From an optimization exercise on the open Yosys and OpenROAD flow, aimed at small area, a short achievable clock period and few clock cycles per item; shortcuts taken in it are not production practice. The RTL was checked by simulation tests, not by an equivalence proof against the original design. Power figures rest on the tool's default switching activity, not on a simulated workload.

## flow/flow/run.sh

```bash
#!/bin/bash
# Standard layout with two changes: port buffers are plain buffers instead of
# delay cells, and repair_timing aims for a setup margin so that the achieved
# period shrinks.
set -euo pipefail
bash standard.sh SETUP_SLACK_MARGIN=12.8 "BUFFER_PORTS_ARGS=-buffer_cell sky130_fd_sc_hd__buf_2"  finish > standard.log 2>&1
```

## flow/constraint.sdc

```tcl
create_clock -name core_clock -period 18.0 [get_ports {clk}]
set_input_delay 3.6000 -clock core_clock [delete_from_list [all_inputs] [get_ports {clk}]]
set_output_delay 3.6000 -clock core_clock [all_outputs]
set_load 0.01 [all_outputs]
```

## flow/standard.sh

```bash
#!/bin/bash
# synth_recipe.tcl (not shown) runs the flow's synth.tcl, then flattens the netlist and writes it again
# the make line also repeats each setting of config.mk as NAME=value (left out here)
make -C /OpenROAD-flow-scripts/flow DESIGN_CONFIG=/design/flow/config.mk WORK_HOME=/design/flow/orfs CLKGATE_MAP_FILE= SYNTH_SCRIPT=/design/flow/synth_recipe.tcl "${@:-finish}"
```

## flow/config.mk

```make
export PLATFORM = sky130hd
export DESIGN_NAME = se_list_unit
export DESIGN_NICKNAME = se_list_unit
export VERILOG_FILES = /design/flow/design.v
export SDC_FILE = /design/flow/constraint.sdc
export NUM_CORES = 4
export LEC_CHECK = 0
export CAP_MARGIN = 20
export CORE_MARGIN = 2
export CORE_UTILIZATION = 45
export CTS_CLUSTER_DIAMETER = 100
export CTS_CLUSTER_SIZE = 20
export GPL_ROUTABILITY_DRIVEN = 1
export PLACE_DENSITY = 0.55
export SLEW_MARGIN = 20
```

## flow/design.v

```verilog
module se_list_unit (
    input             clk,
    input             rst,
    input             start,
    input      [4:0]  cfg_m,
    output            idle,
    input             in_valid,
    output            in_ready,
    input      [31:0] in_score,
    input      [63:0] in_id,
    input             in_last,
    output            out_valid,
    input             out_ready,
    output     [31:0] out_key,
    output     [63:0] out_id,
    output            out_last,
    output            rec_valid,
    output     [4:0]  rec_count,
    output     [31:0] rec_scored,
    output     [31:0] rec_nan,
    output     [31:0] rec_dup,
    output     [31:0] rec_tail,
    output     [31:0] rec_max_key,
    output     [31:0] rec_edge_key,
    output     [31:0] rec_edge_ties
);
    localparam M = 8;
    integer i;
    reg         idle_r, in_ready_r, out_valid_r, out_last_r, rec_valid_r;
    reg         flush;       
    reg         start_q;
    reg  [4:0]  cfg_q;
    reg  [M-1:0] mark;       
    reg  [M-1:0] vld;        
    reg  [3:0]  cnt;
    reg  [31:0] keys [0:M-1];
    reg  [63:0] ids  [0:M-1];
    reg  [31:0] scored, nan_cnt, dup_cnt, tail_cnt, max_key, edge_key, edge_ties;
    reg         a_v, a_last, a_nan;
    reg  [31:0] a_key;
    reg  [63:0] a_id;
    wire        s_nan = (in_score[30:23] == 8'hFF) && (in_score[22:0] != 23'd0);
    wire        s_mz  = (in_score == 32'h8000_0000);
    wire [31:0] s_key = in_score[31] ? (s_mz ? 32'h8000_0000 : ~in_score)
                                     : (in_score | 32'h8000_0000);
    always @(posedge clk) begin
        a_v     <= in_valid && in_ready_r && !rst;
        a_last  <= in_last;
        a_nan   <= s_nan;
        a_key   <= s_key;
        a_id    <= in_id;
        start_q <= start && idle_r && !rst;
        cfg_q   <= cfg_m;
    end
    reg         b_v, b_last, b_nan;
    reg  [31:0] b_key;
    reg  [63:0] b_id;
    reg  [M-1:0] b_gt;       
    reg  [M-1:0] b_eq;       
    function automatic [1:0] cmp(input [31:0] ka, input [63:0] ia,
                                 input [31:0] kb, input [63:0] ib);
        reg [127:0] g, e;
        reg         ideq;
        integer l, n;
        begin
            g = {32'd0, ka & ~kb, ib & ~ia};
            e = {{32{1'b1}}, ~(ka ^ kb), ~(ib ^ ia)};
            ideq = 1'b0;
            for (l = 64; l >= 1; l = l / 2) begin
                for (n = 0; n < l; n = n + 1) begin
                    g[n] = g[2*n+1] | (e[2*n+1] & g[2*n]);
                    e[n] = e[2*n+1] & e[2*n];
                end
                if (l == 2) ideq = e[0];
            end
            cmp = {g[0], ideq};
        end
    endfunction
    reg  [M-1:0] x_gt, x_eq;
    always @* begin
        for (i = 0; i < M; i = i + 1) begin
            {x_gt[i], x_eq[i]} = cmp(a_key, a_id, keys[i], ids[i]);
        end
    end
    wire y_gt, y_eq;
    assign {y_gt, y_eq} = cmp(a_key, a_id, b_key, b_id);
    wire [M-1:0] above  = ~mark & (~vld | b_gt);   
    wire [M-1:0] id_hit = vld & b_eq;
    reg  [M-1:0] hit_ge;                           
    always @* begin
        hit_ge[M-1] = id_hit[M-1];
        for (i = M - 2; i >= 0; i = i - 1)
            hit_ge[i] = hit_ge[i+1] | id_hit[i];
    end
    wire is_dup    = |id_hit;
    wire dup_upd   = |(id_hit & b_gt);
    wire full      = vld[M-1];
    wire [M-1:0] above_p = {above[M-2:0], 1'b0};    
    wire b_ok    = b_v && !b_nan;
    wire do_new  = b_ok && !is_dup;
    wire ins_new = do_new && (!full || above[M-1]);
    wire do_ins  = ins_new || (b_ok && dup_upd);
    wire to_tail = do_new && full;
    wire grow    = do_new && !full;
    wire [M-1:0] ins_here = {M{do_ins}} & above & ~above_p;
    wire [M-1:0] shift    = {M{do_ins}} & above_p & ({M{!is_dup}} | hit_ge);
    wire readout = out_valid_r && out_ready;
    wire move_up = readout || flush;
    wire        low_is_c = ins_here[M-1];
    wire        low_chg  = ins_here[M-1] | shift[M-1];
    wire        fills    = grow && (vld[M-2] || mark[M-2]);
    wire [31:0] nlow     = low_is_c ? b_key : keys[M-2];
    wire        c_eq_low = (b_key == keys[M-1]);
    wire        nlow_eq  = low_is_c ? c_eq_low : (keys[M-2] == keys[M-1]);
    always @(posedge clk) begin
        b_v    <= a_v && !rst;
        b_last <= a_last;
        b_nan  <= a_nan;
        b_key  <= a_key;
        b_id   <= a_id;
        for (i = 0; i < M; i = i + 1) begin
            if (ins_here[i]) begin
                b_gt[i] <= y_gt;
                b_eq[i] <= y_eq;
            end else if (shift[i] && i > 0) begin
                b_gt[i] <= x_gt[i-1];
                b_eq[i] <= x_eq[i-1];
            end else begin
                b_gt[i] <= x_gt[i];
                b_eq[i] <= x_eq[i];
            end
        end
    end
    wire fin = b_v && b_last;
    assign idle          = idle_r;
    assign in_ready      = in_ready_r;
    assign out_valid     = out_valid_r;
    assign out_last      = out_last_r;
    assign out_key       = keys[0];
    assign out_id        = ids[0];
    assign rec_valid     = rec_valid_r;
    assign rec_count     = {1'b0, cnt};
    assign rec_scored    = scored;
    assign rec_nan       = nan_cnt;
    assign rec_dup       = dup_cnt;
    assign rec_tail      = tail_cnt;
    assign rec_max_key   = max_key;
    assign rec_edge_key  = edge_key;
    assign rec_edge_ties = edge_ties;
    wire [M-1:0] nvld = grow ? (vld | ({vld[M-2:0] | mark[M-2:0], 1'b1} & ~mark)) : vld;
    always @(posedge clk) begin
        if (rst) begin
            idle_r      <= 1'b1;
            in_ready_r  <= 1'b0;
            out_valid_r <= 1'b0;
            out_last_r  <= 1'b0;
            rec_valid_r <= 1'b0;
            flush       <= 1'b0;
        end else begin
            if (start && idle_r) begin
                idle_r      <= 1'b0;
                in_ready_r  <= 1'b1;
                rec_valid_r <= 1'b0;
                out_valid_r <= 1'b0;
            end else begin
                if (in_valid && in_ready_r && in_last)
                    in_ready_r <= 1'b0;
                if (fin) begin
                    rec_valid_r <= 1'b1;
                    if (mark[0] && nvld != {M{1'b0}}) begin
                        flush <= 1'b1;
                    end else begin
                        out_valid_r <= nvld[0];
                        out_last_r  <= nvld[0] && !nvld[1];
                        idle_r      <= !nvld[0];
                    end
                end else if (move_up) begin
                    if (!mark[1]) begin
                        flush       <= 1'b0;
                        out_valid_r <= vld[1];
                        out_last_r  <= vld[1] && !vld[2];
                        idle_r      <= !vld[1];
                    end
                end
            end
        end
    end
    always @(posedge clk) begin
        if (start_q) begin
            vld  <= {M{1'b0}};
            cnt  <= 4'd0;
            for (i = 0; i < M; i = i + 1)
                mark[i] <= (i < M - {1'b0, cfg_q[2:0]}) && (cfg_q[2:0] != 3'd0);
        end else if (move_up) begin
            vld  <= {1'b0, vld[M-1:1]};
            mark <= {1'b0, mark[M-1:1]};
        end else begin
            vld <= nvld;
            if (grow) cnt <= cnt + 4'd1;
        end
        for (i = 0; i < M; i = i + 1) begin
            if (move_up) begin
                if (i < M - 1) begin
                    keys[i] <= keys[i+1];
                    ids[i]  <= ids[i+1];
                end
            end else if (ins_here[i]) begin
                keys[i] <= b_key;
                ids[i]  <= b_id;
            end else if (shift[i]) begin
                if (i > 0) begin
                    keys[i] <= keys[i-1];
                    ids[i]  <= ids[i-1];
                end
            end
        end
    end
    always @(posedge clk) begin
        if (start_q) begin
            scored    <= 32'd0;
            nan_cnt   <= 32'd0;
            dup_cnt   <= 32'd0;
            tail_cnt  <= 32'd0;
            max_key   <= 32'd0;
            edge_key  <= 32'd0;
            edge_ties <= 32'd0;
        end else begin
            if (b_v && b_nan && nan_cnt != 32'hFFFF_FFFF)
                nan_cnt <= nan_cnt + 32'd1;
            if (b_ok && is_dup)
                dup_cnt <= dup_cnt + 32'd1;
            if (do_new) begin
                scored <= scored + 32'd1;
                if (b_key > max_key)
                    max_key <= b_key;
            end
            if (to_tail)
                tail_cnt <= tail_cnt + 32'd1;
            if (fills || (full && do_ins && low_chg && !nlow_eq)) begin
                edge_key  <= nlow;
                edge_ties <= 32'd0;
            end else if (to_tail && (low_chg || c_eq_low)) begin
                edge_ties <= edge_ties + 32'd1;
            end
        end
    end
endmodule
```

==> results of run 1 <==
## metal layers
layer  share of wire [%]  GRT usage, %  vias to the layer above
li1                    -             -                    27900
met2                  43          42.2                     1845
met4                 2.7          7.69                        2
met5              0.0074             0                        -
met3                 6.9          3.78                      258
met1                  47          41.2                    28700
## placed cells by master, fill, tap and decap left out, drive strengths merged, types with 40 or more instances in the layout
cell type  netlist  routed
nand4          208     208
nand2         1129    1129
clkbuf         315     123
o211ai          57      57
nor2           308     308
buf             79     524
a21oi          388     388
or3             40      40
edfxtp         776     776
mux2i          649     649
nor3            77      77
nor4            50      50
inv            442     446
a21o           105     107
mux2            67      67
nand3          162     162
dfxtp          460     460
ha             906     906
xor2           100     100
o21ai          811     811
xnor2           90      90
## state kept, by name, indices dropped and copies added, names as in the netlist, 32 cells and up
signal / count
edge_key: 32
edge_ties: 32
dup_cnt: 32
ids: 512
tail_cnt: 32
keys: 256
nan_cnt: 32
b_id: 64
a_key: 32
b_key: 32
a_id: 64
max_key: 32
scored: 32
## cell usage after synthesis (77+ instances only)
library cell | count | area (µm²)
xor2_1 | 100 | 876
edfxtp_1 | 776 | 23300
ha_1 | 906 | 11300
nand2_1 | 1129 | 4240
clkbuf_1 | 315 | 1180
xnor2_1 | 90 | 788
nand4_1 | 206 | 1290
o21ai_0 | 806 | 4030
nor2_1 | 302 | 1130
a21oi_1 | 386 | 1930
dfxtp_1 | 460 | 9210
nor3_1 | 77 | 385
inv_1 | 442 | 1660
a21o_1 | 105 | 788
mux2i_1 | 649 | 6500
nand3_1 | 160 | 801
## worst register-to-register path: cells and delay by family, from the launching register on
| family | cells | cell delay (ps) |
|---|---|---|
| simple gates | 5 | 1930 |
| compound gates | 3 | 1560 |
| buf+inv | 2 | 440 |
| fa+ha+maj | 1 | 410 |
| flops | 1 | 330 |
## through the flow
stage	util, %	area, µm²	power (mW)
after detailed placement	47.8	78900	3.76
final	49.5	81600	5.60
after CTS	49.4	81500	5.64
after floorplan	-	74900	3.53
after global routing	49.5	81600	5.81
after global placement	47.8	78900	3.74
## power groups by stage
stage               combinational [mW]  sequential, mW  clock (mW)
floorplan                        0.372            3.16           0
global placement                 0.528            3.21           0
detailed placement               0.547            3.21           0
CTS                              0.550            3.15        1.95
global route                     0.626            3.16        2.03
finish                           0.554            3.15        1.90
## path summary, 6_finish.rpt
path	to	depth (start not counted)	slack, ps
setup / recovery	ids[4][23]	5	12830
setup reg to reg	b_gt[2]	11	13180
hold reg to reg	b_id[28]	0	350
hold / removal	b_id[28]	0	350
## cell type report
type,count,area [µm²],area share [%]
clock buffers,122,2220,2.72
multi-input cells,5535,39200,48.1
diodes,2,5.00,0.00613
flip-flops and latches,1236,32500,39.8
inverters,442,1660,2.03
repair buffers,528,3180,3.90
clock inverters,8,70.1,0.0859
well taps,2189,2740,3.36
## cells by family (layout without fill, tap and decap cells)
group / count (synthesis) / in the layout / synth area share [%]
buf+inv: 836 / 1100 / 4.40
xor+xnor: 190 / 190 / 2.22
mux: 716 / 716 / 9.69
simple gates: 2147 / 2147 / 13.1
flops: 1236 / 1236 / 43.5
fa+ha+maj: 906 / 906 / 15.2
other cells: 1 / 3 / 0.00501
compound gates: 1573 / 1575 / 12.0
## what timing repair did
item	4_1_cts	5_1_grt
cloned	5	1
setup buffers	0	4
gates resized for setup	26	7
setup endpoints to repair	672	434
==> impl_metrics.toml, run 1 <==
[global_routing]
grt_pass1_wl_mm = 362
grt_pass1_vias = 56800
grt_overflow = 0
grtUsageTotal_pct = 27.8
antenna_found_initial = 5
grt_max_degree = 237

[layout]
drive_above_1_share_pct = 9.43
stdcell_count = 10100
finalNetCount = 8830
fill_cells = 15400
area_delta_synth_final_pct = 9.07

[cts]
cts.sinks = 1236
clockBufferDepth = 3
ctsHoldBuffers = 0
insertion_delay_ps = 710
cts_buffers = 74
cts_max_level = 3
clk_pin_slew_ps = 90
cts_tree = "yes"
clock_tree.root_cell = "clkbuf_16"

[sta]
worstMarginPinSlew_ps = 1120
setup_viol = 0
relSlewSlack_pct = 25.6
period_needed_ps = 5170
drv_slew = 0
rsz0062_at_grt = "true"
fin_tns_setup_ps = 0
fin_skew_ps = 26.9
fin_crit_sh_pct = 28.7
finalWorstSetupSlack_ps = 12830
finalHoldViolations = 0
max_freq_mhz = 194
fin_hold_ws_ps = 349

[logic_synthesis]
syn_nets = 8618
synth_cells = 7605
avgSynthCellArea_um2 = 9.84
synth-edff-count = 776
ys_seq_area_share_pct = 43.5
synthFlopType = "edfxtp_1"
async_reset_ff_share_pct = 0
synthesis.area_um2 = 74800
ys_types = 89
ys_seq_elements = 1236
ys_warn_count = 5

[setup_path]
startpoint_type = "input port"
critical-path-top-delay-family = "buffers and inverters"
crit_type = "in -> reg"
worst_path_most_repeated_cell = "buf_16"
cp-end-kind = "register"
r2r-start = "a_id[38]"
max_stage_delay_ps = 490
crit_path_start = "out_ready"
cp_num_buf_inv = 3
crit_chain = "buf_2 -> a21o_4 -> buf_16 -> buf_16 -> o21ai_0"
arrival_ps = 5580
worstPathRequired_ps = 18420
crit_path_max_fanout = 236
cp_slowest_cell = "buf_16"

[power_and_ir_drop]
p_leak_nw = 31.9
clkPwrFrac_pct = 33.9
p_seq_share_pct = 56.2
irDropWorstVdd_mv = 0.0779
p_int_mw = 4.12
comb_power_share_pct = 9.9
switching_power_mw = 1.49
power_density_nw_per_um2 = 68.7
switching_share_pct = 26.5

[drt]
wl_per_cell_um = 24.0
drt_pre_antenna_iters = 6
drt-total-wl_mm = 242
remaining_drc_errors = 0
ant_nets = 0
via_per_inst = 5.84
drt-initial-drc-count = 5254
vias = 58800

[place]
pre_cts_ws_ps = 10370
gp_congestion = 0.912
io_buffers = 433
dp_hpwl_mm = 179
dp.cells = 9919

[run_status]
outcome = "no timing/DRC/antenna violations"

[die]
core_um2 = 165000
die_height_um = 412
initial_core_util_pct = 45.3
die_x_um = 412
num_rows = 149
dieArea_um2 = 170000
ios = 437

[run]
drv_cap = 0

[min_path]
hold_class = "reg -> reg"
hp-start = "a_id[28]"
Testbench counts, summed over its fixed seeds: cycles 49,615, offers 47,503.
==> run 2: changes to the inputs <==
==> flow/flow/run.sh (replaced) <==
#!/bin/bash
# Standard layout with two changes: port buffers are plain buffers instead of
# delay cells, and repair_timing aims for a setup margin so that the achieved
# period shrinks.
set -euo pipefail
bash standard.sh SETUP_SLACK_MARGIN=12.4 "BUFFER_PORTS_ARGS=-buffer_cell sky130_fd_sc_hd__buf_2"  finish > standard.log 2>&1
==> impl_metrics.toml, run 2 <==
[sta]
drv_slew = 0
max_freq_mhz = 179
relSlewSlack_pct = 20.3
fin_crit_sh_pct = 31.0
rsz0062_at_grt = "true"
fin_tns_setup_ps = 0
period_needed_ps = 5580
fin_skew_ps = 30.3
finalHoldViolations = 0
finalWorstSetupSlack_ps = 12420
setup_viol = 0
worstMarginPinSlew_ps = 1190

[logic_synthesis]
ys_types = 89
synth-edff-count = 776
synth_top_area_cell = "edfxtp_1"
ys_seq_elements = 1236
ys_seq_area_share_pct = 43.5
synth_area_leaders = "edfxtp_1, ha_1, dfxtp_1, mux2i_1, nand2_1"
synthFlopType = "edfxtp_1"
synth_top_area_share_pct = 31.1
synth.most_common_cell = "nand2_1"
async_reset_ff_share_pct = 0
ys_warn_count = 5
synth_cells = 7605
syn_nets = 8618
synth_common_cells = "nand2_1, ha_1, o21ai_0"
avgSynthCellArea_um2 = 9.84
synthesis.area_um2 = 74800

[power_and_ir_drop]
power_density_nw_per_um2 = 68.8
p_leak_nw = 31.8
irDropWorstVdd_mv = 0.0784
p_total_mw = 5.60

[layout]
area_delta_synth_final_pct = 8.85
final_util_pct = 49.4
regMostFlops = "ids"
fill_cells = 15400
antenna_cells = 0
reg_top3 = "ids: 512 flops, keys: 256 flops"
drive_above_1_share_pct = 9.33
fin_area_um2 = 81400
final_cell_mix = "nand2_1, ha_1, o21ai_0, edfxtp_1, mux2i_1"
finalNetCount = 8825
final_common_cell = "nand2_1"
largest_reg_flops = 512

[setup_path]
cp-end-kind = "register"
crit_type = "in -> reg"
worstPathRequired_ps = 18320
r2r_slack_ps = 13120
rr_worst_depth = 10
reg2reg_to = "ids[6][40]"
arrival_ps = 5900
crit_path_max_fanout = 56
r2r-start = "vld[4]"
startpoint_type = "input port"

[die]
initial_core_util_pct = 45.3
core_um2 = 165000
dieArea_um2 = 170000
num_rows = 149
die_x_um = 412
die_height_um = 412
ios = 437

[global_routing]
grtUsageTotal_pct = 27.7
grt_pass1_vias = 56700
antenna_found_initial = 7
grt_pass1_wl_mm = 360
grt_overflow = 0
grt_max_degree = 237

[run]
drv_cap = 0

[min_path]
min_path_cells = 0
hold_class = "reg -> reg"
holdPathEnd = "b_last"
hp-start = "a_last"

[place]
gp_congestion = 0.912
dp_hpwl_mm = 179
io_buffers = 433
dpl_cell_area_um2 = 78900
pre_cts_ws_ps = 10370

[cts]
clockBufferDepth = 3
cts.sinks = 1236
cts_tree = "yes"
clock_tree.root_cell = "clkbuf_16"
cts_buffers = 74
cts_max_level = 3
clk_pin_slew_ps = 80
insertion_delay_ps = 710

[drt]
drt_pre_antenna_iters = 6
wl_per_cell_um = 24.0
remaining_drc_errors = 0
drt-initial-drc-count = 5102
via_per_inst = 5.84
ant_nets = 0
drt-total-wl_mm = 241
vias = 58700

[run_status]
outcome = "no timing/DRC/antenna violations"
## run 2: worst max path at each step
| stage | startpoint | end | slack (ps) |
|---|---|---|---|
| after floorplan | out_ready | ids[3][0] | 10540 |
| after global placement | out_ready | keys[1][25] | 10520 |
| after detailed placement | out_ready | keys[2][26] | 10370 |
| after CTS | out_ready | keys[1][12] | 12480 |
| after global routing | out_ready | keys[1][21] | 12380 |
| final | out_ready | keys[1][25] | 12420 |
## run 2: layer usage
| layer | wire (µm) | vias to the layer above | global-route usage (%) |
|---|---|---|---|
| met5 | 13 | - | 0 |
| met4 | 6640 | 2 | 7.81 |
| met3 | 17100 | 286 | 3.86 |
| met2 | 104000 | 1877 | 41.9 |
| met1 | 113000 | 28700 | 41.0 |
| li1 | - | 27900 | - |
## run 2: power breakdown
| part | internal, mW | switching (mW) |
|---|---|---|
| combinational | 0.211 | 0.343 |
| clock | 0.857 | 1.04 |
| sequential | 3.05 | 0.100 |
## run 2: area by class of cell
class | instances | area [µm²] | area share, %
clock buffer | 122 | 2220 | 2.73
clock inverter | 8 | 70.1 | 0.0860
inverter | 442 | 1660 | 2.04
multi-input combinational | 5535 | 39200 | 48.1
sequential | 1236 | 32500 | 39.9
tap | 2189 | 2740 | 3.36
timing repair buffer | 523 | 3050 | 3.74
## run 2: critical path, cell delays in order
cell and delay [ps]:
buf_2 230, a21oi_4 80, buf_4 290, nand2_4 650, buf_4 870
## run 2: what timing repair did
item                                    4_1_cts  5_1_grt
endpoints found under the setup margin      343      158
hold buffers                                  0        0
gates cloned                                  3        2
resized for setup                            13        1
buffers inserted                              0        0
## run 2: logic make-up (layout without fill, tap and decap cells)
| logic type | after synthesis | in the layout | synth area share [%] |
|---|---|---|---|
| other | 1 | 1 | 0.00501 |
| adder cells (fa/ha/maj) | 906 | 906 | 15.2 |
| buffers and inverters | 836 | 1095 | 4.40 |
| flip-flops | 1236 | 1236 | 43.5 |
| XOR/XNOR | 190 | 190 | 2.22 |
| AND/OR/NAND/NOR | 2147 | 2147 | 13.1 |
| AO/OA/AOI/OAI | 1573 | 1575 | 12.0 |
| multiplexers | 716 | 716 | 9.69 |
## run 2: metrics by stage
step                hold slack [ps]  instances
floorplan                       310       7605
global placement                320       9919
detailed placement              327       9919
CTS                             344      10100
global route                    356      10100
finish                          348      10100
==> run 3: changes to the inputs <==
==> flow/flow/run.sh (replaced) <==
#!/bin/bash
# Standard layout with two changes: port buffers are plain buffers instead of
# delay cells, and repair_timing aims for a setup margin so that the achieved
# period shrinks.
set -euo pipefail
bash standard.sh SETUP_SLACK_MARGIN=13.2 "BUFFER_PORTS_ARGS=-buffer_cell sky130_fd_sc_hd__buf_2"  finish > standard.log 2>&1
==> impl_metrics.toml, run 3 <==
[global_routing]
grt_overflow = 0
grt_max_degree = 125
grt_pass1_vias = 58200
grtUsageTotal_pct = 28.6
antenna_found_initial = 12
grt_pass1_wl_mm = 371

[drt]
wl_per_cell_um = 24.4
remaining_drc_errors = 0
ant_nets = 0
drt_pre_antenna_iters = 5
drt-total-wl_mm = 254
via_per_inst = 5.83
drt-initial-drc-count = 5710
vias = 60800

[setup_path]
worstPathRequired_ps = 14400
crit_chain = "buf_2"
startpoint_type = "register"
max_stage_delay_ps = 560
r2r_slack_ps = 13460
crit_path_max_fanout = 2
rr_worst_depth = 9
reg2reg_to = "keys[5][29]"
cp_slowest_cell = "edfxtp_1"
cp_num_buf_inv = 1
arrival_ps = 1500
cp-end-kind = "output port"
critical-path-top-delay-family = "flip-flops"
crit_type = "reg -> out"
r2r-start = "vld[1]"

[min_path]
min_path_cells = 0
hold_class = "reg -> reg"
hp-start = "a_id[20]"
holdPathEnd = "b_id[20]"

[place]
gp_congestion = 0.911
io_buffers = 433
dp.cells = 9920
dp_hpwl_mm = 179
pre_cts_ws_ps = 10480

[logic_synthesis]
synth.most_common_cell = "nand2_1"
ys_types = 89
ys_warn_count = 5
synth_cells = 7605
synth-edff-count = 776
synth_top_area_share_pct = 31.1
synthesis.area_um2 = 74800
avgSynthCellArea_um2 = 9.84
async_reset_ff_share_pct = 0
ys_seq_elements = 1236
synthFlopType = "edfxtp_1"
synth_common_cells = "nand2_1, ha_1, o21ai_0"
ys_seq_area_share_pct = 43.5
synth_area_leaders = "edfxtp_1, ha_1, dfxtp_1, mux2i_1, nand2_1"
synth_top_area_cell = "edfxtp_1"
syn_nets = 8618

[power_and_ir_drop]
power_density_nw_per_um2 = 64.9
irDropWorstVdd_mv = 0.0721
p_total_mw = 5.62
p_leak_nw = 34.2

[layout]
final_cell_mix = "nand2_1, ha_1, o21ai_0, edfxtp_1, mux2i_1"
stdcell_count = 10400
final_common_cell = "nand2_1"
area_delta_synth_final_pct = 15.8
finalNetCount = 9191
reg_top3 = "ids: 512 flops, keys: 256 flops"
drive_above_1_share_pct = 16.2
largest_reg_flops = 512
regMostFlops = "ids"

[sta]
finalWorstSetupSlack_ps = 12900
fin_skew_ps = 46.3
period_needed_ps = 5100
relSlewSlack_pct = 18.1
drv_slew = 0
worstMarginPinSlew_ps = 1230
setup_viol = 0
finalHoldViolations = 0
max_freq_mhz = 196
rsz0062_at_grt = "true"
fin_hold_ws_ps = 333
fin_crit_sh_pct = 28.3
fin_tns_setup_ps = 0

[cts]
ctsHoldBuffers = 0
clockBufferDepth = 3
clk_pin_slew_ps = 100
cts_buffers = 74
cts.sinks = 1236
insertion_delay_ps = 730
cts_tree = "yes"
cts_max_level = 3
clock_tree.root_cell = "clkbuf_16"

[die]
dieArea_um2 = 170000
ios = 437
core_um2 = 165000
num_rows = 149
die_x_um = 412
initial_core_util_pct = 45.3
die_height_um = 412

[run_status]
outcome = "no timing/DRC/antenna violations"

[run]
drv_cap = 0
run 3: changes by cell type in the layout (fill, tap and decap cells not counted), sizes merged, moves of 3 or more:
cell and delta:
bufbuf +3, nand2 +3, buf +354, diode +6
run 3: cell families (layout without fill, tap and decap cells):
logic type,count (synthesis),after routing,share of synthesized area [%]
adders and majority gates,906,906,15.2
AOI/OAI and AO/OA,1573,1575,12.0
and+or+nand+nor,2147,2154,13.1
buffers and inverters,836,1455,4.40
DFF,1236,1236,43.5
muxes,716,716,9.69
other,1,7,0.00501
xor gates and xnor gates,190,190,2.22
run 3: metal layers:
layer / wire (µm) / global-route usage (%) / vias up
met5: 13 / 0 / -
met4: 8900 / 9.34 / 2
met3: 17400 / 3.66 / 333
met2: 111000 / 44.1 / 2016
met1: 116000 / 41.4 / 29700
li1: - / - / 28700
run 3: area by class of cell:
class	count	area (µm²)
antenna	6	15.0
clock buffer	120	2120
clock inverter	11	165
fill	15000	78300
inverter	442	1660
multi-input combinational	5542	39300
sequential	1236	33000
tap	2189	2740
timing repair buffer	882	7680
run 3: where the power goes:
part	switching (mW)	total, mW	leakage [nW]	internal [mW]
Combinational	0.353	0.584	22.1	0.231
Sequential	0.0993	3.14	10.9	3.04
Clock	1.05	1.90	1.10	0.841
run 3: metrics by stage:
stage / util (%) / cell area (µm²)
floorplan: - / 75000
global placement: 47.8 / 78900
detailed placement: 47.8 / 78900
CTS: 52.1 / 85900
global route: 52.5 / 86700
finish: 52.5 / 86700
run 3: worst max-delay path by stage:
stage               slack, ps         end  depth (start not counted)  startpoint
floorplan               10540   ids[3][0]                          4   out_ready
global placement        10590   ids[6][8]                          6   out_ready
detailed placement      10480   ids[2][9]                          6   out_ready
CTS                     12850  out_id[63]                          1  ids[0][63]
global route            12860   out_id[3]                          1   ids[0][3]
finish                  12900   out_id[3]                          1   ids[0][3]
run 3: repair_timing:
item                                    4_1_cts  5_1_grt
setup buffers                               284       68
endpoints found under the setup margin     1259      831
pin swaps                                     6        6
cloned                                       13        5
resized for setup                           732       27
==> run 4: changes to the inputs <==
--- a/flow/design.v
+++ b/flow/design.v
@@ -107,4 +107,5 @@
     wire readout = out_valid_r && out_ready;
     wire move_up = readout || flush;
+    wire up_mode = out_valid_r || flush;    
     wire        low_is_c = ins_here[M-1];
     wire        low_chg  = ins_here[M-1] | shift[M-1];
@@ -200,16 +201,14 @@
         end
         for (i = 0; i < M; i = i + 1) begin
-            if (move_up) begin
-                if (i < M - 1) begin
-                    keys[i] <= keys[i+1];
-                    ids[i]  <= ids[i+1];
-                end
-            end else if (ins_here[i]) begin
-                keys[i] <= b_key;
-                ids[i]  <= b_id;
-            end else if (shift[i]) begin
-                if (i > 0) begin
-                    keys[i] <= keys[i-1];
-                    ids[i]  <= ids[i-1];
+            if (move_up || ins_here[i] || shift[i]) begin
+                if (up_mode) begin
+                    keys[i] <= (i < M - 1) ? keys[(i + 1) % M] : keys[i];
+                    ids[i]  <= (i < M - 1) ? ids[(i + 1) % M]  : ids[i];
+                end else if (ins_here[i] || i == 0) begin
+                    keys[i] <= b_key;
+                    ids[i]  <= b_id;
+                end else begin
+                    keys[i] <= keys[(i + M - 1) % M];
+                    ids[i]  <= ids[(i + M - 1) % M];
                 end
             end
==> flow/flow/run.sh (replaced) <==
#!/bin/bash
# Standard layout with two changes: port buffers are plain buffers instead of
# delay cells, and repair_timing aims for a setup margin so that the achieved
# period shrinks.
set -euo pipefail
bash standard.sh SETUP_SLACK_MARGIN=12.8 "BUFFER_PORTS_ARGS=-buffer_cell sky130_fd_sc_hd__buf_2"  finish > standard.log 2>&1
==> impl_metrics.toml, run 4 <==
[drt]
drt-initial-drc-count = 4814
remaining_drc_errors = 0
drt-total-wl_mm = 231
wl_per_cell_um = 23.5
drt_pre_antenna_iters = 6
via_per_inst = 5.79
ant_nets = 0
vias = 56800

[logic_synthesis]
synth_common_cells = "ha_1, nand2_1, edfxtp_1"
syn_nets = 8331
async_reset_ff_share_pct = 0
synth_top_area_share_pct = 31.4
ys_seq_elements = 1236
ys_types = 83
synth_cells = 7318
synth-edff-count = 776
ys_warn_count = 5
synth_top_area_cell = "edfxtp_1"
ys_seq_area_share_pct = 43.8
synth.most_common_cell = "ha_1"
avgSynthCellArea_um2 = 10.1
synthesis.area_um2 = 74200
synthFlopType = "edfxtp_1"
synth_area_leaders = "edfxtp_1, ha_1, dfxtp_1, mux2i_1, o21ai_0"

[place]
dpl_cell_area_um2 = 78500
dp_hpwl_mm = 168
gp_congestion = 0.934
io_buffers = 433

[run]
drv_cap = 0

[power_and_ir_drop]
p_leak_nw = 32.1
p_seq_share_pct = 56.8
clkPwrFrac_pct = 33.5
switching_share_pct = 26.4
switching_power_mw = 1.46
p_int_mw = 4.07
p_total_mw = 5.54
irDropWorstVdd_mv = 0.0723
comb_power_share_pct = 9.7
power_density_nw_per_um2 = 68.6

[sta]
worstMarginPinSlew_ps = 1330
fin_crit_sh_pct = 28.8
relSlewSlack_pct = 11.3
period_needed_ps = 5190
fin_hold_ws_ps = 337
finalHoldViolations = 0
fin_tns_setup_ps = 0
fin_skew_ps = 33.7
drv_slew = 0
rsz0062_at_grt = "true"
setup_viol = 0
max_freq_mhz = 193

[layout]
area_delta_synth_final_pct = 8.86
fill_cells = 15300
final_common_cell = "ha_1"
final_util_pct = 49.5
seq_area_um2 = 32500
largest_reg_flops = 512
multi_input_area_um2 = 38900
reg_top3 = "ids: 512 flops, keys: 256 flops"
drive_above_1_share_pct = 10.1
finalNetCount = 8604
fin_area_um2 = 80700
regMostFlops = "ids"
final_cell_mix = "ha_1, nand2_1, edfxtp_1, o21ai_0, mux2i_1"

[setup_path]
crit_path_start = "out_ready"
arrival_ps = 5510
cp_slowest_cell = "buf_4"
crit_chain = "buf_2 -> a21oi_2 -> buf_4 -> nand3_4 -> buf_4"
cp-end-kind = "register"
worst_path_most_repeated_cell = "buf_4"
crit_path_max_fanout = 51
startpoint_type = "input port"
worstPathRequired_ps = 18320
max_stage_delay_ps = 640
r2r-start = "a_id[51]"
crit_type = "in -> reg"

[cts]
cts_max_level = 3
ctsHoldBuffers = 0
clock_tree.root_cell = "clkbuf_16"
clk_pin_slew_ps = 90
cts_buffers = 72
cts_tree = "yes"
cts.sinks = 1236
insertion_delay_ps = 740
clockBufferDepth = 3
cts_setup_buffers = 0

[global_routing]
grt_max_degree = 252
grtUsageMet2_pct = 43.3
grt_overflow = 0
grtUsageTotal_pct = 26.6
antenna_found_initial = 6
grt_pass1_wl_mm = 345
grt.busiest_layer = "met2"
grt_pass1_vias = 55100
met1_usage_pct = 37.1
met3_usage_pct = 3.07

[die]
die_height_um = 410
core_um2 = 163000
ios = 437
die_x_um = 410
dieArea_um2 = 168000
initial_core_util_pct = 45.5
num_rows = 148

[min_path]
hp-start = "a_id[63]"
hold_class = "reg -> reg"

[run_status]
outcome = "no timing/DRC/antenna violations"
run 4: cell types whose count changed after synthesis, moves of 40 or more:
| cell | previous run | this run |
|---|---|---|
| o21ai_1 | 5 | 80 |
| o211ai_1 | 57 | 15 |
| clkbuf_1 | 315 | 214 |
| a21o_1 | 105 | 145 |
| o21ai_0 | 806 | 707 |
| mux2_2 | 67 | 128 |
| nand2_1 | 1129 | 895 |
| nor2_1 | 302 | 362 |
run 4: logic make-up (layout without fill, tap and decap cells):
kind of cell	after synthesis	in the layout	synth area share, %
AO/OA/AOI/OAI	1492	1492	11.5
adder cells (fa/ha/maj)	906	906	15.3
AND/OR/NAND/NOR	1936	1938	11.9
buffers and inverters	733	1057	3.94
XOR/XNOR	207	207	2.44
multiplexers	807	807	11.1
other	1	4	0.00506
flip-flops	1236	1236	43.8
run 4: per-stage QoR:
stage / std cells / setup slack (ps)
finish: 9822 / 12810
global route: 9821 / 12780
CTS: 9818 / 12750
detailed placement: 9690 / 11660
global placement: 9690 / 11600
floorplan: 7318 / 12660
run 4: cell type report:
type / count / share of cell area (%)
sequential: 1236 / 40.3
inverter: 430 / 2.00
timing repair buffer: 500 / 3.42
multi-input combinational: 5351 / 48.2
tap: 2175 / 3.37
clock buffer: 117 / 2.53
antenna: 3 / 0.00930
clock inverter: 10 / 0.177
run 4: routing by layer:
metal  part of all wire, %  vias to the layer above
met5                     0                        -
met4                   3.4                        0
met3                   5.6                      284
met2                    46                     1568
met1                    45                    27800
li1                      -                    27200
run 4: worst paths after layout:
kind                      to  slack, ps  cells after the start
setup / recovery  ids[1][43]      12810                      5
hold / removal      b_id[63]        340                      0
setup reg to reg     b_gt[1]      12870                     12
hold reg to reg     b_id[63]        340                      0
run 4: timing repair:
item                                    in CTS  in global routing
pin swaps                                    1                  0
cloned                                       1                  1
endpoints found under the setup margin     190                109
resized for setup                            4                  1
run 4: worst max-delay path: cells and delay by family:
family / cells / cell delay, ps
buffers and inverters: 3 / 1130
and+or+nand+nor: 1 / 550
AOI/OAI and AO/OA: 1 / 120
run 4: power groups by stage:
stage,Sequential [mW],Combinational (mW),Clock [mW]
6_report,3.14,0.536,1.86
2_1_floorplan,3.16,0.352,0
4_1_cts,3.14,0.535,1.90
3_5_place_dp,3.21,0.531,0
5_1_grt,3.15,0.601,1.98
3_3_place_gp,3.21,0.512,0
Testbench counts of run 4, summed over its fixed seeds: cycles 49,615, offers 47,503.
==> run 5: changes to the inputs <==
--- a/flow/design.v
+++ b/flow/design.v
@@ -29,4 +29,6 @@
     reg         idle_r, in_ready_r, out_valid_r, out_last_r, rec_valid_r;
     reg         flush;       
+    reg         pend;        
+    reg  [3:0]  left;        
     reg         start_q;
     reg  [4:0]  cfg_q;
@@ -106,5 +108,4 @@
     wire [M-1:0] shift    = {M{do_ins}} & above_p & ({M{!is_dup}} | hit_ge);
     wire readout = out_valid_r && out_ready;
-    wire move_up = readout || flush;
     wire up_mode = out_valid_r || flush;    
     wire        low_is_c = ins_here[M-1];
@@ -149,4 +150,5 @@
     assign rec_edge_key  = edge_key;
     assign rec_edge_ties = edge_ties;
+    wire [3:0]   ncnt = cnt + {3'd0, grow};
     wire [M-1:0] nvld = grow ? (vld | ({vld[M-2:0] | mark[M-2:0], 1'b1} & ~mark)) : vld;
     always @(posedge clk) begin
@@ -158,5 +160,7 @@
             rec_valid_r <= 1'b0;
             flush       <= 1'b0;
+            pend        <= 1'b0;
         end else begin
+            pend <= readout && !out_last_r;
             if (start && idle_r) begin
                 idle_r      <= 1'b0;
@@ -172,14 +176,23 @@
                         flush <= 1'b1;
                     end else begin
-                        out_valid_r <= nvld[0];
-                        out_last_r  <= nvld[0] && !nvld[1];
-                        idle_r      <= !nvld[0];
+                        out_valid_r <= (ncnt != 4'd0);
+                        out_last_r  <= (ncnt == 4'd1);
+                        idle_r      <= (ncnt == 4'd0);
+                        left        <= ncnt - 4'd1;
                     end
-                end else if (move_up) begin
+                end else if (flush) begin
                     if (!mark[1]) begin
                         flush       <= 1'b0;
-                        out_valid_r <= vld[1];
-                        out_last_r  <= vld[1] && !vld[2];
-                        idle_r      <= !vld[1];
+                        out_valid_r <= 1'b1;
+                        out_last_r  <= (cnt == 4'd1);
+                        left        <= cnt - 4'd1;
+                    end
+                end else if (readout) begin
+                    if (out_last_r) begin
+                        out_valid_r <= 1'b0;
+                        idle_r      <= 1'b1;
+                    end else begin
+                        out_last_r  <= (left == 4'd1);
+                        left        <= left - 4'd1;
                     end
                 end
@@ -193,5 +206,5 @@
             for (i = 0; i < M; i = i + 1)
                 mark[i] <= (i < M - {1'b0, cfg_q[2:0]}) && (cfg_q[2:0] != 3'd0);
-        end else if (move_up) begin
+        end else if (flush) begin
             vld  <= {1'b0, vld[M-1:1]};
             mark <= {1'b0, mark[M-1:1]};
@@ -200,10 +213,19 @@
             if (grow) cnt <= cnt + 4'd1;
         end
-        for (i = 0; i < M; i = i + 1) begin
-            if (move_up || ins_here[i] || shift[i]) begin
+        if (readout || flush || ins_here[0]) begin
+            if (up_mode) begin
+                keys[0] <= pend ? keys[2] : keys[1];
+                ids[0]  <= pend ? ids[2]  : ids[1];
+            end else begin
+                keys[0] <= b_key;
+                ids[0]  <= b_id;
+            end
+        end
+        for (i = 1; i < M; i = i + 1) begin
+            if (flush || pend || ins_here[i] || shift[i]) begin
                 if (up_mode) begin
                     keys[i] <= (i < M - 1) ? keys[(i + 1) % M] : keys[i];
                     ids[i]  <= (i < M - 1) ? ids[(i + 1) % M]  : ids[i];
-                end else if (ins_here[i] || i == 0) begin
+                end else if (ins_here[i]) begin
                     keys[i] <= b_key;
                     ids[i]  <= b_id;
--- a/flow/config.mk
+++ b/flow/config.mk
@@ -8,8 +8,8 @@
 export CAP_MARGIN = 20
 export CORE_MARGIN = 2
-export CORE_UTILIZATION = 45
+export CORE_UTILIZATION = 55
 export CTS_CLUSTER_DIAMETER = 100
 export CTS_CLUSTER_SIZE = 20
 export GPL_ROUTABILITY_DRIVEN = 1
-export PLACE_DENSITY = 0.55
+export PLACE_DENSITY = 0.65
 export SLEW_MARGIN = 20
==> impl_metrics.toml, run 5 <==
[run_status]
outcome = "no timing/DRC/antenna violations"

[cts]
cts_tree = "yes"
insertion_delay_ps = 730
clock_tree.root_cell = "clkbuf_16"
clk_pin_slew_ps = 90
cts.sinks = 1241
ctsHoldBuffers = 0
cts_buffers = 72
cts_max_level = 3
clockBufferDepth = 3

[min_path]
hold_class = "reg -> reg"
min_path_cells = 0
hp-start = "a_last"

[drt]
vias = 59800
drt-total-wl_mm = 232
wl_per_cell_um = 23.6
remaining_drc_errors = 0
ant_nets = 0
drt-initial-drc-count = 5880
drt_pre_antenna_iters = 6
via_per_inst = 6.08

[die]
die_height_um = 375
initial_core_util_pct = 55.2
num_rows = 136
dieArea_um2 = 141000
core_um2 = 137000
die_x_um = 375
ios = 437

[sta]
fin_skew_ps = 32.7
drv_slew = 0
period_needed_ps = 5140
rsz0062_at_grt = "false"
fin_hold_ws_ps = 331
fin_crit_sh_pct = 28.5
relSlewSlack_pct = 11.5
max_freq_mhz = 195
setup_viol = 0
worstMarginPinSlew_ps = 1320
fin_tns_setup_ps = 0
finalHoldViolations = 0

[run]
drv_cap = 0

[global_routing]
grt_pass1_vias = 57700
grt_max_degree = 245
grtUsageTotal_pct = 32.1
antenna_found_initial = 4
grt_overflow = 0
grt_pass1_wl_mm = 349

[power_and_ir_drop]
power_density_nw_per_um2 = 67.5
irDropWorstVdd_mv = 0.0654
p_leak_nw = 32.8
p_total_mw = 5.51

[logic_synthesis]
synth_common_cells = "nand2_1, ha_1, mux2i_1"
synth_top_area_cell = "edfxtp_1"
ys_seq_elements = 1241
ys_types = 72
synth_top_area_share_pct = 30.9
synth-edff-count = 780
ys_seq_area_share_pct = 43.1
synth_cells = 7788
ys_warn_count = 5
synth_area_leaders = "edfxtp_1, ha_1, dfxtp_1, mux2i_1, nand2_1"
synth.most_common_cell = "nand2_1"
async_reset_ff_share_pct = 0
avgSynthCellArea_um2 = 9.73
synthesis.area_um2 = 75800
syn_nets = 8809
synthFlopType = "edfxtp_1"

[setup_path]
r2r-start = "vld[2]"
startpoint_type = "register"
critical-path-top-delay-family = "flip-flops"
crit_path_max_fanout = 3
max_stage_delay_ps = 500
crit_path_start = "ids[0][63]"
crit_type = "reg -> out"
worstPathRequired_ps = 14400
cp-end-kind = "output port"
crit_cells = 1
rr_worst_depth = 10
cp_num_buf_inv = 1
arrival_ps = 1540
crit_chain = "buf_2"
cp_slowest_cell = "edfxtp_1"

[place]
dpl_cell_area_um2 = 79300
dp_hpwl_mm = 169
gp_congestion = 0.959
io_buffers = 433
dp.cells = 9689

[layout]
reg_top3 = "ids: 512 flops, keys: 256 flops"
drive_above_1_share_pct = 7.98
multi_input_area_um2 = 40100
final_cell_mix = "nand2_1, ha_1, mux2i_1, edfxtp_1, o21ai_0"
seq_area_um2 = 32700
final_common_cell = "nand2_1"
fin_area_um2 = 81600
largest_reg_flops = 512
area_delta_synth_final_pct = 7.63
regMostFlops = "ids"
stdcell_count = 9826
finalNetCount = 8996
fill_cells = 12000
run 5: report_power, final:
| part | switching, mW | internal, mW | leakage (nW) |
|---|---|---|---|
| Clock | 1.02 | 0.771 | 1.00 |
| Sequential | 0.106 | 3.06 | 10.8 |
| Combinational | 0.335 | 0.212 | 20.9 |
run 5: layout make-up:
cell class / count / area share, %
tap: 1794 / 2.75
clock buffer: 119 / 2.44
inverter: 437 / 2.01
multi-input combinational: 5711 / 49.2
antenna: 2 / 0.00614
clock inverter: 10 / 0.127
sequential: 1241 / 40.0
timing repair buffer: 512 / 3.46
run 5: through the flow:
step	utilization, %	setup WS [ps]
4_1_cts	59.4	12820
2_1_floorplan	-	11090
3_3_place_gp	57.8	12230
5_1_grt	59.5	12790
3_5_place_dp	57.8	12200
6_report	59.5	12860
run 5: what timing repair did:
item,in CTS,in global routing
resized for setup,6,14
setup buffers,0,3
pin swaps,1,4
setup endpoints to repair,232,315
cloned,1,2
run 5: kinds of logic after synthesis:
group,after synthesis,synth area share (%)
and+or+nand+nor,2208,13.0
other,1,0.00495
muxes,785,10.4
AOI/OAI and AO/OA,1602,11.8
buffers and inverters,839,4.31
DFF,1241,43.1
adders and majority gates,914,15.1
xor gates and xnor gates,198,2.29
run 5: final timing paths:
| kind | to | slack [ps] |
|---|---|---|
| setup / recovery | out_id[63] | 12860 |
| hold / removal | b_last | 330 |
| setup reg to reg | keys[6][7] | 13000 |
| hold reg to reg | b_last | 330 |
run 5: per-layer routing:
| layer | share of wire, % | vias to the layer above | global-route usage (%) |
|---|---|---|---|
| li1 | - | 28500 | - |
| met1 | 44 | 28900 | 43.8 |
| met2 | 45 | 2074 | 51.7 |
| met3 | 6.9 | 367 | 4.65 |
| met4 | 4.0 | 0 | 12.0 |
| met5 | 0 | - | 0 |
Testbench counts of run 5, summed over its fixed seeds: cycles 49,615, offers 47,503.
==> run 6: changes to the inputs <==
--- a/flow/config.mk
+++ b/flow/config.mk
@@ -8,8 +8,9 @@
 export CAP_MARGIN = 20
 export CORE_MARGIN = 2
-export CORE_UTILIZATION = 55
+export CORE_UTILIZATION = 45
 export CTS_CLUSTER_DIAMETER = 100
 export CTS_CLUSTER_SIZE = 20
 export GPL_ROUTABILITY_DRIVEN = 1
-export PLACE_DENSITY = 0.65
+export GPL_TIMING_DRIVEN = 1
+export PLACE_DENSITY = 0.55
 export SLEW_MARGIN = 20
==> impl_metrics.toml, run 6 <==
[run_status]
outcome = "no timing/DRC/antenna violations"

[sta]
fin_tns_setup_ps = 0
setup_viol = 0
finalWorstSetupSlack_ps = 12900
period_needed_ps = 5100
finalHoldViolations = 0
drv_slew = 0
relSlewSlack_pct = 11.5
fin_skew_ps = 35.3
worstMarginPinSlew_ps = 1320
rsz0062_at_grt = "false"
fin_crit_sh_pct = 28.3
max_freq_mhz = 196

[place]
pre_cts_ws_ps = 11510
dp_hpwl_mm = 175
io_buffers = 433
gp_congestion = 0.923
dpl_cell_area_um2 = 79900

[power_and_ir_drop]
comb_power_share_pct = 9.9
switching_share_pct = 26.7
clkPwrFrac_pct = 33.4
p_total_mw = 5.58
irDropWorstVdd_mv = 0.0647
p_seq_share_pct = 56.8
power_density_nw_per_um2 = 67.8
p_int_mw = 4.09
p_leak_nw = 32.9
switching_power_mw = 1.49

[setup_path]
crit_type = "reg -> out"
crit_chain = "buf_2"
startpoint_type = "register"
cp_num_buf_inv = 1
worstPathRequired_ps = 14400
cp-end-kind = "output port"
max_stage_delay_ps = 570
cp_slowest_cell = "edfxtp_1"
arrival_ps = 1500
critical-path-top-delay-family = "flip-flops"
crit_path_max_fanout = 3

[logic_synthesis]
syn_nets = 8809
async_reset_ff_share_pct = 0
synth_top_area_share_pct = 30.9
synth-edff-count = 780
synthFlopType = "edfxtp_1"
synth_cells = 7788
synth_common_cells = "nand2_1, ha_1, mux2i_1"
ys_warn_count = 5
synthesis.area_um2 = 75800
ys_types = 72
ys_seq_area_share_pct = 43.1
synth_area_leaders = "edfxtp_1, ha_1, dfxtp_1, mux2i_1, nand2_1"
synth.most_common_cell = "nand2_1"
avgSynthCellArea_um2 = 9.73
ys_seq_elements = 1241
synth_top_area_cell = "edfxtp_1"

[cts]
ctsHoldBuffers = 0
cts_buffers = 73
cts.sinks = 1241
clockBufferDepth = 3
cts_max_level = 3
clk_pin_slew_ps = 100
cts_tree = "yes"
clock_tree.root_cell = "clkbuf_16"
insertion_delay_ps = 720

[die]
num_rows = 150
initial_core_util_pct = 45.3
ios = 437
dieArea_um2 = 172000
die_x_um = 414
core_um2 = 167000
die_height_um = 414

[layout]
fill_cells = 15700
final_cell_mix = "nand2_1, ha_1, mux2i_1, edfxtp_1, o21ai_0"
finalNetCount = 9005
drive_above_1_share_pct = 8.11
reg_top3 = "ids: 512 flops, keys: 256 flops"
area_delta_synth_final_pct = 8.58
regMostFlops = "ids"
fin_area_um2 = 82300
final_common_cell = "nand2_1"
largest_reg_flops = 512

[drt]
drt_pre_antenna_iters = 7
ant_nets = 0
drt-initial-drc-count = 4924
via_per_inst = 5.75
drt-total-wl_mm = 238
wl_per_cell_um = 23.2
remaining_drc_errors = 0
vias = 58900

[global_routing]
grt_pass1_vias = 57700
grtUsageTotal_pct = 27.0
grt_pass1_wl_mm = 359
antenna_found_initial = 3
grt_max_degree = 254
grt_overflow = 0

[run]
drv_cap = 0

[min_path]
hold_class = "reg -> reg"
==> run 6: cell counts after synthesis <==
No cell type changed its count.
==> run 6: layout make-up <==
| cell class | instances | area [µm²] | area share [%] |
|---|---|---|---|
| multi-input cells | 5709 | 40000 | 48.7 |
| diodes | 1 | 2.50 | 0.00304 |
| repair buffers | 522 | 2980 | 3.62 |
| inverters | 437 | 1640 | 1.99 |
| flip-flops and latches | 1241 | 32700 | 39.7 |
| clock buffers | 118 | 2080 | 2.53 |
| well taps | 2204 | 2760 | 3.35 |
| clock inverters | 12 | 108 | 0.131 |
==> run 6: what timing repair did <==
| action | 4_1_cts | 5_1_grt |
|---|---|---|
| setup endpoints to repair | 244 | 314 |
| gates cloned | 2 | 0 |
| gates resized for setup | 9 | 7 |
| setup buffers | 2 | 0 |
| pin swaps | 1 | 0 |
==> run 6: path summary, 6_finish.rpt <==
| kind | startpoint | depth (start not counted) | to | slack, ps |
|---|---|---|---|---|
| setup / recovery | ids[0][59] | 1 | out_id[59] | 12900 |
| hold / removal | a_id[4] | 0 | b_id[4] | 330 |
| setup reg to reg | a_id[62] | 10 | b_gt[4] | 13160 |
| hold reg to reg | a_id[4] | 0 | b_id[4] | 330 |
==> run 6: power groups by stage <==
stage	logic (mW)	registers (mW)	clock network, mW
after floorplan	0.378	3.17	0
after global placement	0.527	3.23	0
final	0.551	3.17	1.86
after global routing	0.624	3.18	2.00
after CTS	0.551	3.17	1.91
after detailed placement	0.546	3.23	0
==> run 6: stage by stage <==
stage / util, % / instances / hold WS [ps]
5_1_grt: 49.2 / 10200 / 343
6_report: 49.2 / 10200 / 334
2_1_floorplan: - / 7788 / 310
3_5_place_dp: 47.8 / 10100 / 326
3_3_place_gp: 47.8 / 10100 / 321
4_1_cts: 49.2 / 10200 / 339
==> run 6: kinds of logic after synthesis <==
group	count (synthesis)	synth area share [%]
other	1	0.00495
AND/OR/NAND/NOR	2208	13.0
AO/OA/AOI/OAI	1602	11.8
buffers and inverters	839	4.31
adder cells (fa/ha/maj)	914	15.1
flip-flops	1241	43.1
multiplexers	785	10.4
XOR/XNOR	198	2.29
==> run 6: metal layers <==
layer  part of all wire (%)  wire length, µm  global-route usage [%]
met5                  0.030               71                       0
met3                    4.6            11000                    2.86
met2                     46           110000                    44.0
met4                    4.0             9520                    10.2
met1                     45           108000                    36.8
==> run 7: changes to the inputs <==
--- a/flow/config.mk
+++ b/flow/config.mk
@@ -12,5 +12,4 @@
 export CTS_CLUSTER_SIZE = 20
 export GPL_ROUTABILITY_DRIVEN = 1
-export GPL_TIMING_DRIVEN = 1
 export PLACE_DENSITY = 0.55
 export SLEW_MARGIN = 20
==> impl_metrics.toml, run 7 <==
[sta]
fin_skew_ps = 35.3
period_needed_ps = 5100
relSlewSlack_pct = 11.5
finalHoldViolations = 0
finalWorstSetupSlack_ps = 12900
max_freq_mhz = 196
fin_tns_setup_ps = 0
rsz0062_at_grt = "false"
worstMarginPinSlew_ps = 1320
fin_crit_sh_pct = 28.3
drv_slew = 0
setup_viol = 0

[die]
ios = 437
initial_core_util_pct = 45.3
num_rows = 150
core_um2 = 167000
die_x_um = 414
die_height_um = 414
dieArea_um2 = 172000

[cts]
cts_max_level = 3
clock_tree.root_cell = "clkbuf_16"
clockBufferDepth = 3
cts.sinks = 1241
cts_tree = "yes"
cts_buffers = 73
insertion_delay_ps = 720
clk_pin_slew_ps = 100

[layout]
fill_cells = 15700
final_cell_mix = "nand2_1, ha_1, mux2i_1, edfxtp_1, o21ai_0"
regMostFlops = "ids"
finalNetCount = 9005
largest_reg_flops = 512
reg_top3 = "ids: 512 flops, keys: 256 flops"
drive_above_1_share_pct = 8.11
final_common_cell = "nand2_1"
stdcell_count = 10200
area_delta_synth_final_pct = 8.58

[global_routing]
antenna_found_initial = 3
grt_max_degree = 254
grt_overflow = 0
grtUsageTotal_pct = 27.0
grt_pass1_vias = 57700
grt_pass1_wl_mm = 359

[place]
gp_congestion = 0.923
dp.cells = 10100
io_buffers = 433
pre_cts_ws_ps = 11510
dp_hpwl_mm = 175

[power_and_ir_drop]
p_total_mw = 5.58
p_int_mw = 4.09
p_leak_nw = 32.9
switching_power_mw = 1.49
power_density_nw_per_um2 = 67.8
comb_power_share_pct = 9.9
p_seq_share_pct = 56.8
clkPwrFrac_pct = 33.4
switching_share_pct = 26.7
irDropWorstVdd_mv = 0.0647

[drt]
drt-total-wl_mm = 238
remaining_drc_errors = 0
via_per_inst = 5.75
drt-initial-drc-count = 4924
ant_nets = 0
wl_per_cell_um = 23.2
drt_pre_antenna_iters = 7
vias = 58900

[min_path]
holdPathEnd = "b_id[4]"
min_path_cells = 0
hold_class = "reg -> reg"
hp-start = "a_id[4]"

[setup_path]
crit_type = "reg -> out"
crit_cells = 1
arrival_ps = 1500
cp-end-kind = "output port"
cp_num_buf_inv = 1
cp_slowest_cell = "edfxtp_1"
critical-path-top-delay-family = "flip-flops"
startpoint_type = "register"
r2r-start = "a_id[62]"
crit_path_max_fanout = 3
rr_worst_depth = 10
reg2reg_to = "b_gt[4]"
crit_chain = "buf_2"
r2r_slack_ps = 13160
max_stage_delay_ps = 570
worstPathRequired_ps = 14400

[logic_synthesis]
ys_types = 72
ys_seq_area_share_pct = 43.1
synth_area_leaders = "edfxtp_1, ha_1, dfxtp_1, mux2i_1, nand2_1"
ys_warn_count = 5
synth.most_common_cell = "nand2_1"
synthesis.area_um2 = 75800
synth_cells = 7788
ys_seq_elements = 1241
synth-edff-count = 780
syn_nets = 8809
synth_top_area_cell = "edfxtp_1"
synthFlopType = "edfxtp_1"
synth_top_area_share_pct = 30.9
synth_common_cells = "nand2_1, ha_1, mux2i_1"
avgSynthCellArea_um2 = 9.73
async_reset_ff_share_pct = 0

[run]
drv_cap = 0

[run_status]
outcome = "no timing/DRC/antenna violations"
## run 7: cell counts after synthesis
No cell type changed its count.
## run 7: worst max-delay path by stage
stage                         endpoint    startpoint  slack (ps)
after floorplan              ids[0][0]     out_ready       11090
after global placement     keys[0][10]     out_ready       11570
after detailed placement   keys[0][10]     out_ready       11510
after CTS                 rec_count[0]        cnt[0]       12820
after global routing          a_key[0]  in_score[17]       12830
final                       out_id[59]    ids[0][59]       12900
## run 7: kinds of logic after synthesis
group	synth area share [%]
flops	43.1
compound gates	11.8
other cells	0.00495
buf+inv	4.31
simple gates	13.0
xor+xnor	2.29
mux	10.4
fa+ha+maj	15.1
## run 7: power groups by stage
stage / Sequential (mW) / Clock, mW / Combinational (mW)
after floorplan: 3.17 / 0 / 0.378
after global placement: 3.23 / 0 / 0.527
after detailed placement: 3.23 / 0 / 0.546
after CTS: 3.17 / 1.91 / 0.551
after global routing: 3.18 / 2.00 / 0.624
final: 3.17 / 1.86 / 0.551
## run 7: per-stage QoR
stage               hold WS, ps  area [µm²]  utilization, %
finish                      334       82300            49.2
CTS                         339       82200            49.2
global placement            321       79900            47.8
floorplan                   310       75800               -
detailed placement          326       79900            47.8
global route                343       82300            49.2
## run 7: repair_timing
item,in CTS,in global routing
buffers inserted,2,0
hold endpoints to repair,0,0
cloned,2,0
hold buffers,0,0
endpoints found under the setup margin,244,314
pin swaps,1,0
resized for setup,9,7
## run 7: area by class of cell
cell class	count	area, µm²	area share [%]
sequential	1241	32700	39.7
multi-input combinational	5709	40000	48.7
tap	2204	2760	3.35
antenna	1	2.50	0.00304
inverter	437	1640	1.99
clock inverter	12	108	0.131
timing repair buffer	522	2980	3.62
clock buffer	118	2080	2.53
## run 7: routing by layer
layer | up-vias | routed length, µm | track usage, %
met5 | - | 71 | 0
met4 | 6 | 9520 | 10.2
met3 | 325 | 11000 | 2.86
met2 | 1484 | 110000 | 44.0
met1 | 28600 | 108000 | 36.8
li1 | 28500 | - | -
==> run 8: changes to the inputs <==
==> flow/flow/run.sh (replaced) <==
#!/bin/bash
# Standard layout with two changes: port buffers are plain buffers instead of
# delay cells, and repair_timing aims for a setup margin so that the achieved
# period shrinks.
set -euo pipefail
bash standard.sh SETUP_SLACK_MARGIN=12.6 "BUFFER_PORTS_ARGS=-buffer_cell sky130_fd_sc_hd__buf_2"  finish > standard.log 2>&1
==> impl_metrics.toml, run 8 <==
[run_status]
outcome = "no timing/DRC/antenna violations"

[layout]
final_cell_mix = "nand2_1, ha_1, mux2i_1, edfxtp_1, o21ai_0"
fin_area_um2 = 82300
largest_reg_flops = 512
area_delta_synth_final_pct = 8.67
drive_above_1_share_pct = 8.19
regMostFlops = "ids"
stdcell_count = 10300
reg_top3 = "ids: 512 flops, keys: 256 flops"
final_common_cell = "nand2_1"
finalNetCount = 9009

[sta]
fin_tns_setup_ps = 0
drv_slew = 0
worstMarginPinSlew_ps = 1210
period_needed_ps = 5180
finalHoldViolations = 0
max_freq_mhz = 193
rsz0062_at_grt = "false"
fin_skew_ps = 33.5
setup_viol = 0
fin_hold_ws_ps = 334
relSlewSlack_pct = 18.7
fin_crit_sh_pct = 28.8

[cts]
clock_tree.root_cell = "clkbuf_16"
cts_buffers = 74
clk_pin_slew_ps = 100
cts_max_level = 3
clockBufferDepth = 3
ctsHoldBuffers = 0
insertion_delay_ps = 730
cts.sinks = 1241
cts_tree = "yes"
cts_setup_buffers = 0

[power_and_ir_drop]
comb_power_share_pct = 10.1
p_int_mw = 4.10
switching_power_mw = 1.50
p_leak_nw = 32.9
power_density_nw_per_um2 = 68.1
switching_share_pct = 26.8
clkPwrFrac_pct = 33.6
p_seq_share_pct = 56.3
irDropWorstVdd_mv = 0.0720
p_total_mw = 5.61

[drt]
drt-initial-drc-count = 4789
via_per_inst = 5.76
wl_per_cell_um = 23.0
vias = 59000
drt-total-wl_mm = 236
ant_nets = 0
remaining_drc_errors = 0
drt_pre_antenna_iters = 6

[die]
num_rows = 150
initial_core_util_pct = 45.3
ios = 437
core_um2 = 167000
die_height_um = 414
dieArea_um2 = 172000
die_x_um = 414

[global_routing]
antenna_found_initial = 9
grt_max_degree = 268
grt_pass1_vias = 57300
grtUsageTotal_pct = 26.7
grt_overflow = 0
grt_pass1_wl_mm = 356

[logic_synthesis]
synth_top_area_share_pct = 30.9
synthFlopType = "edfxtp_1"
synth_top_area_cell = "edfxtp_1"
synth-edff-count = 780
ys_seq_elements = 1241
syn_nets = 8809
synthesis.area_um2 = 75800
synth_cells = 7788
ys_types = 72
avgSynthCellArea_um2 = 9.73
synth.most_common_cell = "nand2_1"
synth_common_cells = "nand2_1, ha_1, mux2i_1"
ys_warn_count = 5
async_reset_ff_share_pct = 0
synth_area_leaders = "edfxtp_1, ha_1, dfxtp_1, mux2i_1, nand2_1"
ys_seq_area_share_pct = 43.1

[run]
drv_cap = 0

[setup_path]
startpoint_type = "register"
arrival_ps = 1580
cp_slowest_cell = "dfxtp_1"
critical-path-top-delay-family = "flip-flops"
crit_chain = "buf_2"
crit_type = "reg -> out"
cp_num_buf_inv = 1
worstPathRequired_ps = 14400
crit_path_max_fanout = 11
cp-end-kind = "output port"
max_stage_delay_ps = 620

[place]
gp_congestion = 0.911
dpl_cell_area_um2 = 80000
dp.cells = 10100
io_buffers = 433
dp_hpwl_mm = 174

[min_path]
hold_class = "reg -> reg"
[run 8: cell counts after synthesis]
Identical to the previous run, type by type.
[run 8: kinds of logic after synthesis]
family	Yosys count	share of synthesized area, %
AO/OA/AOI/OAI	1602	11.8
flip-flops	1241	43.1
other	1	0.00495
adder cells (fa/ha/maj)	914	15.1
multiplexers	785	10.4
XOR/XNOR	198	2.29
buffers and inverters	839	4.31
AND/OR/NAND/NOR	2208	13.0
[run 8: area by class of cell]
type / instances / area, µm²
diodes: 2 / 5.00
clock buffers: 121 / 2110
clock inverters: 14 / 135
fillers: 15600 / 84900
inverters: 437 / 1640
multi-input cells: 5709 / 40100
flip-flops and latches: 1241 / 32700
well taps: 2204 / 2760
repair buffers: 525 / 2960
[run 8: final timing paths]
path	slack, ps	cells past startpoint	end	startpoint
worst min register to register	330	0	b_id[30]	a_id[30]
worst max-delay path	12820	1	rec_count[2]	cnt[2]
worst max register to register	12990	10	ids[3][51]	vld[2]
worst min-delay path	330	0	b_id[30]	a_id[30]
[run 8: metrics by stage]
| step | utilization (%) | setup slack, ps |
|---|---|---|
| global route | 49.2 | 12620 |
| floorplan | - | 11090 |
| detailed placement | 47.8 | 12230 |
| CTS | 49.2 | 12630 |
| global placement | 47.8 | 12230 |
| finish | 49.2 | 12820 |
[run 8: power by group through the flow]
stage	clock network, mW	logic [mW]	registers, mW
after floorplan	0	0.378	3.17
after global placement	0	0.541	3.22
after detailed placement	0	0.561	3.22
after CTS	1.93	0.564	3.15
after global routing	2.02	0.636	3.16
final	1.89	0.565	3.15
[run 8: what timing repair did]
action / in CTS / in global routing
resized for setup: 2 / 4
setup endpoints to repair: 55 / 167
pin swaps: 0 / 1
cloned: 0 / 1
[run 8: routing by layer]
| layer | global-route usage (%) | up-vias | share of wire, % |
|---|---|---|---|
| met4 | 8.22 | 2 | 3.4 |
| met3 | 2.54 | 291 | 4.4 |
| met1 | 36.7 | 28700 | 46 |
| met2 | 44.5 | 1505 | 46 |
| met5 | 0 | - | 0.0080 |
| li1 | - | 28500 | - |

port drivers added, routing unchanged:
The results above use ideal ports. As a check the final layouts listed here were re-extracted and re-timed, cells and wires unchanged. Step 1: set_driving_cell puts a clkbuf_16 on clk and a buf_2 on each other input, an assumption about the parent block. Step 2 times the ports against the registers' clock, not the clock port: input delays grow and output delays shrink by t, the midpoint of the rising clock arrivals with the driver on. a / b / c = ideal / step 1 / step 2; a / b = the first two.
run | shift t [ns] | setup slack, ns | worst setup path after step 2
run 1 | 0.774 | 12.834 / 12.831 / 12.057 | input to register
run 2 | 0.774 | 12.421 / 12.418 / 11.644 | input to register
run 3 | 0.790 | 12.899 / 12.818 / 12.301 | input to register
run 4 | 0.805 | 12.814 / 12.846 / 12.041 | input to register
run 5 | 0.795 | 12.865 / 12.782 / 12.205 | input to register
run 6 | 0.791 | 12.901 / 12.815 / 12.359 | input to register
run 7 | 0.791 | 12.901 / 12.815 / 12.359 | input to register
run 8 | 0.799 | 12.818 / 12.732 / 12.315 | input to register
After both steps every run listed still meets setup and hold.
